Source: an optimization exercise on an open RTL-to-GDS flow (aim: small area and a short achievable clock period). Production flows keep margins and buffers that such runs may drop. Only the layout flow was run in this run; the RTL was not checked for function there. Power figures rest on the tool's default switching activity, not on a simulated workload.

===== design/flow/design.v =====
module cvt_lane (
    input  wire        clk,
    input  wire        rst,
    input  wire        in_valid,
    input  wire [31:0] in_src,       
    input  wire [7:0]  in_e,         
    input  wire [3:0]  in_fmt,       
    input  wire [1:0]  in_rm,        
    input  wire        in_sat,       
    input  wire [23:0] in_u,         
    output reg         out_valid,
    output reg  [31:0] out_res,      
    output reg         out_invalid,
    output reg         out_overflow
);
    localparam [3:0] FMT_FP32  = 4'h0;
    localparam [3:0] FMT_BF16  = 4'h1;
    localparam [3:0] FMT_FP16  = 4'h2;
    localparam [3:0] FMT_E4M3  = 4'h3;
    localparam [3:0] FMT_E5M2  = 4'h4;
    localparam [3:0] FMT_INT8  = 4'hB;
    localparam [3:0] FMT_INT32 = 4'hC;
    localparam [1:0] RM_RNE = 2'd0;
    localparam [1:0] RM_SR  = 2'd1;
    wire        src_sign = in_src[31];
    wire [7:0]  src_exp  = in_src[30:23];
    wire [22:0] src_frac = in_src[22:0];
    wire is_nan  = (src_exp == 8'hFF) && (src_frac != 23'd0);
    wire is_inf  = (src_exp == 8'hFF) && (src_frac == 23'd0);
    wire is_zero = (src_exp == 8'h00) && (src_frac == 23'd0);
    wire is_snan = is_nan && !src_frac[22];
    reg [4:0] lz;
    integer k;
    always @(*) begin
        lz = 5'd0;
        for (k = 0; k < 23; k = k + 1)
            if (src_frac[k]) lz = 5'd23 - k[4:0];
    end
    wire [23:0]       sig  = (src_exp == 8'h00) ? ({1'b0, src_frac} << lz)
                                                : {1'b1, src_frac};
    wire signed [9:0] uexp = (src_exp == 8'h00) ? (10'sd0 - 10'sd126 - $signed({5'd0, lz}))
                                                : ($signed({2'b00, src_exp}) - 10'sd127);
    wire signed [9:0] sexp = uexp - {{2{in_e[7]}}, in_e};
    reg               r1_valid;
    reg               r1_sign, r1_nan, r1_snan, r1_inf, r1_zero;
    reg  [23:0]       r1_sig;
    reg  signed [9:0] r1_sexp;
    reg  [3:0]        r1_fmt;
    reg  [1:0]        r1_rm;
    reg               r1_sat;
    reg  [23:0]       r1_u;
    always @(posedge clk) begin
        if (rst)
            r1_valid <= 1'b0;
        else
            r1_valid <= in_valid;
        r1_sign <= src_sign;
        r1_nan  <= is_nan;
        r1_snan <= is_snan;
        r1_inf  <= is_inf;
        r1_zero <= is_zero;
        r1_sig  <= sig;
        r1_sexp <= sexp;
        r1_fmt  <= in_fmt;
        r1_rm   <= in_rm;
        r1_sat  <= in_sat;
        r1_u    <= in_u;
    end
    reg  [4:0]        fb;          
    reg  signed [9:0] emin;        
    reg  signed [9:0] bias;
    reg  [31:0]       max_mag;     
    reg  [31:0]       inf_mag;     
    reg  [31:0]       qnan;        
    reg  [4:0]        sign_pos;
    reg               ieee;        
    always @(*) begin
        case (r1_fmt)
            FMT_BF16: begin fb = 5'd7;  emin = -10'sd126; bias = 10'sd127; max_mag = 32'h0000_7F7F; inf_mag = 32'h0000_7F80; qnan = 32'h0000_7FC0; sign_pos = 5'd15; ieee = 1'b1; end
            FMT_FP16: begin fb = 5'd10; emin = -10'sd14;  bias = 10'sd15;  max_mag = 32'h0000_7BFF; inf_mag = 32'h0000_7C00; qnan = 32'h0000_7E00; sign_pos = 5'd15; ieee = 1'b1; end
            FMT_E4M3: begin fb = 5'd3;  emin = -10'sd6;   bias = 10'sd7;   max_mag = 32'h0000_007E; inf_mag = 32'h0000_007F; qnan = 32'h0000_007F; sign_pos = 5'd7;  ieee = 1'b0; end
            FMT_E5M2: begin fb = 5'd2;  emin = -10'sd14;  bias = 10'sd15;  max_mag = 32'h0000_007B; inf_mag = 32'h0000_007C; qnan = 32'h0000_007E; sign_pos = 5'd7;  ieee = 1'b1; end
            default:  begin fb = 5'd23; emin = -10'sd126; bias = 10'sd127; max_mag = 32'h7F7F_FFFF; inf_mag = 32'h7F80_0000; qnan = 32'h7FC0_0000; sign_pos = 5'd31; ieee = 1'b1; end
        endcase
    end
    wire is_int = (r1_fmt == FMT_INT8) || (r1_fmt == FMT_INT32);
    wire               sub      = (r1_sexp < emin);
    wire signed [10:0] sub_by   = sub ? ({emin[9], emin} - {r1_sexp[9], r1_sexp}) : 11'sd0;
    wire signed [10:0] int_rsh  = 11'sd23 - {r1_sexp[9], r1_sexp};
    wire        [10:0] rshift   = is_int ? (int_rsh[10] ? 11'd0 : int_rsh)
                                         : ({6'd0, 5'd23 - fb} + sub_by);
    wire               far      = (rshift > 11'd48);
    wire        [6:0]  rsh      = (rshift > 11'd72) ? 7'd72 : rshift[6:0];
    wire [71:0] ext    = {r1_sig, 48'd0} >> rsh;
    wire [23:0] kept   = ext[71:48];      
    wire [23:0] frac24 = ext[47:24];      
    wire        sticky = far | (|ext[23:0]);
    reg round_up;
    always @(*) begin
        if (r1_rm == RM_RNE)
            round_up = frac24[23] && ((|frac24[22:0]) || sticky || kept[0]);
        else if (r1_rm == RM_SR)
            round_up = (r1_u < frac24);
        else
            round_up = 1'b0;
    end
    wire [24:0] q = {1'b0, kept} + {24'd0, round_up};
    wire signed [10:0] efield = sub ? 11'sd0 : ({r1_sexp[9], r1_sexp} + {bias[9], bias} - 11'sd1);
    wire [40:0]        mag    = ({30'd0, efield[10:0]} << fb) + {16'd0, q};
    wire               ovf    = (mag > {9'd0, max_mag});
    wire               int_left = int_rsh[10];                       
    wire        [8:0]  lsh      = r1_sexp[8:0] - 9'd23;
    wire        [31:0] int_lo   = int_left ? ((lsh > 9'd31) ? 32'd0 : ({8'd0, r1_sig} << lsh[4:0]))
                                           : {7'd0, q};
    wire               int_big  = int_left && (r1_sexp >= 10'sd32);    
    wire        [31:0] int_neg  = 32'd0 - int_lo;
    wire        [31:0] int_wrap = r1_sign ? int_neg : int_lo;
    reg                int_ovf;
    reg         [31:0] int_bound;
    always @(*) begin
        if (r1_fmt == FMT_INT8) begin
            int_ovf   = int_big || (r1_sign ? (int_lo > 32'd128) : (int_lo > 32'd127));
            int_bound = r1_sign ? 32'h0000_0080 : 32'h0000_007F;
        end else begin
            int_ovf   = int_big || (r1_sign ? (int_lo > 32'h8000_0000) : (int_lo > 32'h7FFF_FFFF));
            int_bound = r1_sign ? 32'h8000_0000 : 32'h7FFF_FFFF;
        end
    end
    wire [31:0] int_mask = (r1_fmt == FMT_INT8) ? 32'h0000_00FF : 32'hFFFF_FFFF;
    reg [31:0] res;
    reg        inv;
    reg        ovf_flag;
    always @(*) begin
        res      = 32'd0;
        inv      = 1'b0;
        ovf_flag = 1'b0;
        if (is_int) begin
            if (r1_nan) begin
                inv = 1'b1;
            end else if (r1_inf) begin
                inv = 1'b1;
                if (r1_sat) res = int_bound;
            end else if (r1_zero) begin
                res = 32'd0;
            end else if (r1_sat && int_ovf) begin
                res      = int_bound;
                ovf_flag = 1'b1;
            end else begin
                res = int_wrap & int_mask;
            end
        end else if (r1_nan) begin
            res = qnan;
            inv = r1_snan;
        end else if (r1_inf) begin
            res = inf_mag;
            res[sign_pos] = r1_sign;
            inv = !ieee;
        end else if (r1_zero) begin
            res[sign_pos] = r1_sign;
        end else if (ovf) begin
            res = max_mag;
            res[sign_pos] = r1_sign;
            ovf_flag = 1'b1;
        end else begin
            res = mag[31:0];
            res[sign_pos] = r1_sign;
        end
    end
    always @(posedge clk) begin
        if (rst)
            out_valid <= 1'b0;
        else
            out_valid <= r1_valid;
        out_res      <= res;
        out_invalid  <= inv;
        out_overflow <= ovf_flag;
    end
endmodule

===== design/flow/run.sh =====
#!/bin/bash
# synth_recipe.tcl (not shown) runs the flow's synth.tcl, then flattens the netlist and writes it again
# the make line also repeats each setting of config.mk as NAME=value (left out here)
make -C /OpenROAD-flow-scripts/flow DESIGN_CONFIG=/design/flow/config.mk WORK_HOME=/design/flow/orfs CLKGATE_MAP_FILE= SYNTH_SCRIPT=/design/flow/synth_recipe.tcl finish

===== design/flow/config.mk =====
export PLATFORM = sky130hd
export DESIGN_NAME = cvt_lane
export DESIGN_NICKNAME = cvt_lane
export VERILOG_FILES = /design/flow/design.v
export SDC_FILE = /design/flow/constraint.sdc
export NUM_CORES = 4
export LEC_CHECK = 0
export CAP_MARGIN = 20
export CORE_MARGIN = 2
export CORE_UTILIZATION = 40
export PLACE_DENSITY = 0.6
export SETUP_SLACK_MARGIN = 0.5
export SLEW_MARGIN = 20

===== design/flow/constraint.sdc =====
create_clock -name core_clock -period 15.0 [get_ports {clk}]
set_input_delay 3.0000 -clock core_clock [delete_from_list [all_inputs] [get_ports {clk}]]
set_output_delay 3.0000 -clock core_clock [all_outputs]
set_load 0.01 [all_outputs]

==> run notes <==
-- cells in the final DEF, fill, tap and decap left out, types with 14 or more instances in the layout --
master and instances:
nand2b_1 18, and3_1 15, nand4_1 28, nor4_1 17, mux2i_1 102, a31oi_1 23
o21ai_0 144, or3_1 14, nand3_1 64, clkdlybuf4s50_1 108, xor2_1 37, nor2b_1 24
nor3_1 63, mux2_2 20, dfxtp_1 103, a22oi_1 24, nor2_1 216, a21oi_2 15
o21ai_1 17, o21a_1 19, nand2_1 256, buf_4 114, xnor2_1 64, mux4_2 18
a21oi_1 144, a21o_1 33, ha_1 107, inv_1 84, o22ai_1 21, a211oi_1 50
o211ai_1 40, o31ai_1 23
-- path summary, 6_finish.rpt --
path | start | endpoint | slack (ns)
setup reg to reg | r1_fmt[0]$_DFF_P_ | out_res[9]$_DFF_P_ | 1.18
setup / recovery | r1_fmt[0]$_DFF_P_ | out_res[9]$_DFF_P_ | 1.18
hold / removal | r1_valid$_SDFF_PP0_ | out_valid$_SDFF_PP0_ | 0.44
hold reg to reg | r1_valid$_SDFF_PP0_ | out_valid$_SDFF_PP0_ | 0.44
-- flip-flops by register name, summed over array words and instances, names as in the netlist, 2 cells and up --
signal   flops
out_res     32
r1_sig      24
r1_u        24
r1_sexp     10
r1_fmt       4
r1_rm        2
-- power by group --
group          switching [W]  internal, W  leakage, nW  total, W
sequential         0.0000380     0.000346        0.892  0.000384
combinational        0.00187      0.00111         6.75   0.00298
clock               0.000120     0.000133        0.150  0.000253
-- final cells by class --
| type | instances | area [um^2] |
|---|---|---|
| fillers | 4004 | 20700 |
| well taps | 525 | 657 |
| inverters | 89 | 334 |
| multi-input cells | 1904 | 13300 |
| clock buffers | 10 | 229 |
| repair buffers | 229 | 2090 |
| clock inverters | 6 | 76.3 |
| flip-flops and latches | 106 | 2130 |
-- timing repair --
action | CTS | global route
hold endpoints to repair | 0 | 0
resized for setup | 22 | 63
pin swaps | 2 | 9
setup endpoints to repair | 32 | 32
setup buffers | 2 | 6
gates cloned | 1 | 1
-- metrics by stage --
step / area [um^2] / TNS, ns / std cells / hold WS, ns
2_1_floorplan: 16000 / 0 / 2242 / 0.414
3_3_place_gp: 18000 / -0.0387 / 2843 / 0.419
3_5_place_dp: 18000 / -1.35 / 2843 / 0.435
4_1_cts: 18500 / 0 / 2862 / 0.454
5_1_grt: 18800 / 0 / 2869 / 0.459
6_report: 18800 / 0 / 2869 / 0.444
-- critical path: cells and delay by family, from the launching register on --
| kind | cells | cell delay [ns] |
|---|---|---|
| flip-flops | 1 | 0.37 |
| AND/OR/NAND/NOR | 13 | 2.05 |
| multiplexers | 2 | 0.49 |
| adder cells (fa/ha/maj) | 8 | 1.94 |
| buffers and inverters | 5 | 0.84 |
| AO/OA/AOI/OAI | 48 | 7.95 |
-- per-layer routing --
layer | wire length [um] | part of all wire [%] | vias to the layer above | track usage (%)
met4 | 4090 | 6.0 | 0 | 17.8
met3 | 5200 | 7.6 | 193 | 4.59
li1 | - | - | 8555 | -
met2 | 30900 | 45 | 913 | 52.4
met5 | 0 | 0 | - | 0
met1 | 28400 | 41 | 8596 | 41.9
-- cells by family after synthesis --
| family | count (synthesis) |
|---|---|
| fa+ha+maj | 114 |
| buf+inv | 232 |
| compound gates | 743 |
| mux | 140 |
| flops | 106 |
| other cells | 1 |
| simple gates | 802 |
| xor+xnor | 103 |
==> impl_results.md <==
* Post-Synth Adder-Cell Area at 9.02%
* Flops & latches, synth at 106
* Core Box Area at 39,500 um^2
* Layout area overhead at 17.9%
* Arrival time at the worst endpoint at 14.05 ns
* CTS tree: yes
* Diodes inserted at 0
* Post-synth EDFFs at 0
* Crit path time final at 13.82 ns
* P_leak at 7.80 nW
* Worst hold path type: reg -> reg
* Iteration-0 DRC count of the detailed router at 1,965
* Unrepaired setup endpoints after global routing: false
* Remaining DRCs at 0
* Endpoints failing setup at 0
* Vias in the first global route at 17,300
* Initial antenna violation count at 1
* Async S/R FF share, synth at 0%
* Compound-Gate Fraction of Synth Area at 32.0%
* CTS Buffer Depth at 2
* Die Span Y at 204 um
* Clock sink count at 106
* Clock latency on the worst-skew pair at 0.39 ns
* CP peak stage delay at 0.41 ns
* Port bufs at 108
* Routed Antenna Nets at 0
* Nets@finish at 2,527
* Largest family of logic cells by synthesized area: compound AO/OA/AOI/OAI gates
* Final hold vios at 0
* Clk root buf: clkbuf_16
* Synth top area share at 13.3%
* Critical Path RT at 15.23 ns
* Crit start category: register
* Tcrit/Tclk final at 92.1%
* Hold buffer count at CTS at 0
* Kind of critical path: reg -> reg
* Post-DP HPWL at 54,100 um
* Pre-CTS setup slack at -0.241 ns
* Hold depth at 1
* Clk slew on worst S/H paths at 0.08 ns
* Pwr per Cell Area at 192 nW/um^2
* Layout cells sized above 1 at 13.1%
* Max-Cap Viols at 0
* Slew margin rel. at 25.2%
* Routed len/inst at 23.9 um
* Slew Viols, Final at 0
* Post-synth top flop: dfxtp_1
* DRT Pass-1 Iters at 6
* R2R depth at 76
* Synth area leaders: dfxtp_1 (13%), ha_1 (8.8%), mux2i_1 (6.4%)
* YS warnings at 1
* Peak supply drop at 72.2 uV
* Inserted Clock Buffers at 9
* Seq/Total Area, Yosys at 13.3%
* Initial core utilization at 40.4%
* H-tree Lvls at 3
* Mapped Area at 16,000 um^2
* Row cnt at 73
* Xor and xnor fraction of the mapped netlist area at 5.65%
* Commonest cells in the synthesized netlist: nand2_1 (258), nor2_1 (222), a21oi_1 (161)
* Largest net degree at the start of global routing at 40
* Routed WL at 68,600 um
* Die width at 204 um
* Crit-path max FO at 17
* GRT Overall Usage at 32.5%
* Setup crit end kind: register
* Worst-Margin Slew at 1.12 ns
* Crit path top cell by count: a21oi_2
* Die Area at 41,600 um^2
* Status: complete, no violations
* Worst Clk Skew at 0.0156 ns
* First-pass GRT wire length at 104,000 um
* Slowest cell on crit path: or3_1
* Vias after detailed routing at 18,300
* Post-synthesis mux area share at 10.3%
* Routability cong. at 1.01
* Fmax at 72.4 MHz
* Dominant cell type by area after synthesis: dfxtp_1
* Vias/cell at 6.36
* Synth Area in Simple Gates at 23.8%
* Setup slack after layout at 1.18 ns
* Syn avg cell area at 7.13 um^2
* Final global-route overflow total at 0
* Mapped Cells at 2,241
* Overall power at 0.00362 W
* Cell with the most instances after synthesis: nand2_1
* Ports at 109
* Netlist cell types at 109
* Final Util at 47.6%

-- separate check: timing with driven ports --
The results above use ideal ports. As a check the final layout listed here was re-extracted and re-timed, cells and wires unchanged. Step 1, drivers: a clkbuf_16 drives clk and a buf_2 each remaining input, both assumed. Step 2 adds t to the input delays and takes it off the output delays; t is the mean of the earliest and latest rising clock arrival at the registers after step 1. Input paths then give back, and output paths get back, about the clock's delay inside the block. Slacks: no drivers / after step 1 / after step 2; pairs: no drivers / after step 1.
shift t [ns]: 0.440
slack for setup (ns): 1.182 / 1.182 / 1.182
slew at the worst register clock pin (ns): 0.08 / 0.08
After both steps this run still meets setup and hold. For this run, drivers alone change the setup slack by 0.000 ns; drivers and shift together by 0.000 ns.
